What follows belongs to an exercise in optimizing a design on an open flow for small area; a production flow would make more cautious choices. The RTL was checked by simulation tests, not by an equivalence proof against the original design.

==> run Z <==
Design le_law, start of the top module:
module le_law (
    input  wire        clk,
    input  wire        rst,
    input  wire        cfg_we,
    input  wire [3:0]  cfg_addr,
    input  wire [31:0] cfg_wdata,
    input  wire        in_valid,
    output wire        in_ready,
    input  wire [31:0] in_y,
    input  wire [31:0] in_sp,
    input  wire [31:0] in_ff,
    output reg         out_valid,
    output reg         out_fail,
    output wire [31:0] out_us,
    output wire [31:0] out_r,
    output wire [31:0] out_e,
    output wire [31:0] out_u
);
export LEC_CHECK = 0
export ABC_CLOCK_PERIOD_IN_PS = 16000
export CAP_MARGIN = 20
export CORE_MARGIN = 2
export CORE_UTILIZATION = 50
export CTS_CLUSTER_DIAMETER = 100
export CTS_CLUSTER_SIZE = 25
export SLEW_MARGIN = 20
create_clock -name core_clock -period 20.0 [get_ports {clk}]
standard.sh (not shown) runs the stock make flow with config.mk's settings and CLKGATE_MAP_FILE= SYNTH_SCRIPT=/design/flow/synth_recipe.tcl, a recipe that flattens the netlist after the stock synthesis.
==> flow/flow/run.sh <==
#!/bin/bash
# Layout: the standard flow, with the port buffers made from the smallest
# buffer cell instead of the one buffer_ports picks by itself. Every input and
# output port still gets its own buffer. The whole make output goes to
# flow_make.log in the work folder.
set -euo pipefail
export BUFFER_PORTS_ARGS="-buffer_cell sky130_fd_sc_hd__buf_1"
bash standard.sh "BUFFER_PORTS_ARGS=-buffer_cell sky130_fd_sc_hd__buf_1" finish > flow_make.log 2>&1
==> run B: changes against run Z <==
--- a/flow/design.v
+++ b/flow/design.v
@@ -247,15 +247,15 @@
     wire       last = (ph == 4'd15);
     reg        run;           
     reg  [5:0] slot;
     reg        rep;           
     reg        first, cond, rz, fail;
     reg        dsrc;
     reg  [1:0] ffsrc;
-    reg        clr;           
+    reg  [NCFG-1:0] cvalid;   
     reg        cw0;           
     wire core_busy, core_done;
     wire [31:0] core_res;
     wire act = run & ~rep;    
     reg  [16*NW-1:0] wl, wh;       
     reg  [NW-1:0]    wen;
     reg  [NW-1:0]    dl, dh;
@@ -268,15 +268,18 @@
             always @(posedge clk) begin
                 wl[16*gi +: 16] <= {wen[gi] ? dl[gi] : tl[gi], wl[16*gi+1 +: 15]};
                 wh[16*gi +: 16] <= {wen[gi] ? dh[gi] : th[gi], wh[16*gi+1 +: 15]};
             end
         end
     endgenerate
     function [1:0] rd(input integer k);
-        rd = {th[k], tl[k]};
+        if (k < NCFG)
+            rd = {th[k] & cvalid[k], tl[k] & cvalid[k]};
+        else
+            rd = {th[k], tl[k]};
     endfunction
     wire [4:0] b0 = {ph, 1'b0};
     wire [4:0] b1 = {ph, 1'b1};
     wire [1:0] s_cfg = {cfg_wdata[b1], cfg_wdata[b0]};
     wire [1:0] s_y   = {in_y[b1],  in_y[b0]};
     wire [1:0] s_sp  = {in_sp[b1], in_sp[b0]};
     wire [1:0] s_ff  = {in_ff[b1], in_ff[b0]};
@@ -366,26 +369,26 @@
             6'd33: begin bus_a = s_acc; bus_b = rd(W_1); op = O_ADD; end            
             default: ;
         endcase
     end
     wire commit_s = act & (slot == 6'd25) & ~fail;    
     wire commit_i = act & (slot == 6'd35) & ~fail;    
     wire [1:0] s_x = dsrc ? rd(W_WE) : s_ny;
-    wire cfg_wr = ~run & ~clr & cfg_we;
+    wire cfg_wr = ~run & cfg_we;
     wire take_cfg = cfg_wr & cw0 & last;
     wire take_smp = act & (slot == 6'd25) & last;
     assign in_ready = take_cfg | take_smp;
     integer k;
     always @* begin
         wen = {NW{1'b0}};
         dl  = {NW{1'b0}};
         dh  = {NW{1'b0}};
         for (k = 0; k < NCFG; k = k + 1) begin
-            wen[k] = clr | (cfg_wr & (cfg_addr == k));
-            dl[k] = s_cfg[0] & ~clr; dh[k] = s_cfg[1] & ~clr;
+            wen[k] = cfg_wr & (cfg_addr == k);
+            dl[k] = s_cfg[0]; dh[k] = s_cfg[1];
         end
         wen[W_I]  = commit_i;           dl[W_I]  = s_acc[0];    dh[W_I]  = s_acc[1];
         wen[W_D]  = commit_s;           dl[W_D]  = tl[W_1];     dh[W_D]  = th[W_1];
         wen[W_XP] = commit_s;           dl[W_XP] = s_x[0];      dh[W_XP] = s_x[1];
         wen[W_R]  = commit_s;           dl[W_R]  = tl[W_WUS];   dh[W_R]  = th[W_WUS];
         wen[W_T]  = commit_s & cond;    dl[W_T]  = s_sp[0];     dh[W_T]  = s_sp[1];
         for (k = W_1; k < NW; k = k + 1) begin
@@ -421,29 +424,29 @@
         if (rst) begin
             ph <= 4'd0;
             run <= 1'b0;
             slot <= 6'd0;
             rep <= 1'b0;
             first <= 1'b1;
             fail <= 1'b0;
-            clr <= 1'b1;
+            cvalid <= {NCFG{1'b0}};
             dsrc <= 1'b0;
             ffsrc <= 2'd0;
             cw0 <= 1'b0;
             out_fail <= 1'b0;
         end else begin
             ph <= ph + 4'd1;
             if (ph == 4'd0) cw0 <= cfg_wr;
             if (take_cfg) begin
+                if (cfg_addr < NCFG) cvalid[cfg_addr] <= 1'b1;
                 if (cfg_addr == 4'd11) begin dsrc <= cfg_wdata[0]; ffsrc <= cfg_wdata[2:1]; end
                 if (cfg_addr == 4'd12) first <= 1'b1;
             end
-            if (last) clr <= 1'b0;
             if (~run) begin
-                if (last & in_valid & ~clr) begin
+                if (last & in_valid) begin
                     run  <= 1'b1;
                     slot <= 6'd0;
                     rep  <= 1'b0;
                     fail <= 1'b0;
                 end
             end else if (last) begin
                 if (core_busy) begin
==> flow/run.sh (new file) <==
#!/bin/bash
# synth_recipe.tcl (not shown) runs the flow's synth.tcl, then flattens the netlist and writes it again
# the make line also repeats each setting of config.mk as NAME=value (left out here)
make -C /OpenROAD-flow-scripts/flow DESIGN_CONFIG=/design/flow/config.mk WORK_HOME=/design/flow/orfs CLKGATE_MAP_FILE= SYNTH_SCRIPT=/design/flow/synth_recipe.tcl finish
ABC_AREA = 1   (was unset)
removed: flow/flow/run.sh
removed: flow/standard.sh
==> summary of the runs <==
Run B ran to the end with no violations. Run Z passed the timing, design-rule and antenna checks. Worst setup slack: run Z is lower than run B (0.52 ns). Against run Z, the synthesized cell count of run B is higher by 20%. Between run Z and run B, the lower worst hold slack is in run B (gap 0.00063 ns). Critical path depth: run Z is lower than run B (18).

-- separate check: timing with driven ports --
The results above use ideal ports. As a check the final layouts listed here were re-extracted and re-timed, cells and wires unchanged.
Step 1 (the two cells are an assumption about what drives the block):
set clk [get_ports {clk}]
set_driving_cell -lib_cell sky130_fd_sc_hd__clkbuf_16 $clk
set_driving_cell -lib_cell sky130_fd_sc_hd__buf_2 [delete_from_list [all_inputs] $clk]
Step 2 adds t to the input delays and takes it off the output delays; t is the mean of the earliest and latest rising clock arrival at the registers after step 1. Input paths then give back, and output paths get back, about the clock's delay inside the block.
a / b / c = no drivers / after step 1 / after step 2; a / b = the first two.
| run | t (ns) | slack for setup (ns) | cell pins on the clock port's net |
|---|---|---|---|
| run Z | 0.658 | 8.317 / 8.354 / 7.696 | 1 |
| run B | 0.678 | 8.835 / 8.876 / 8.198 | 1 |
After both steps setup and hold are still met in every run listed. The setup slack of run B, which loses most, moves by +0.041 ns with the drivers and by -0.637 ns with both steps.
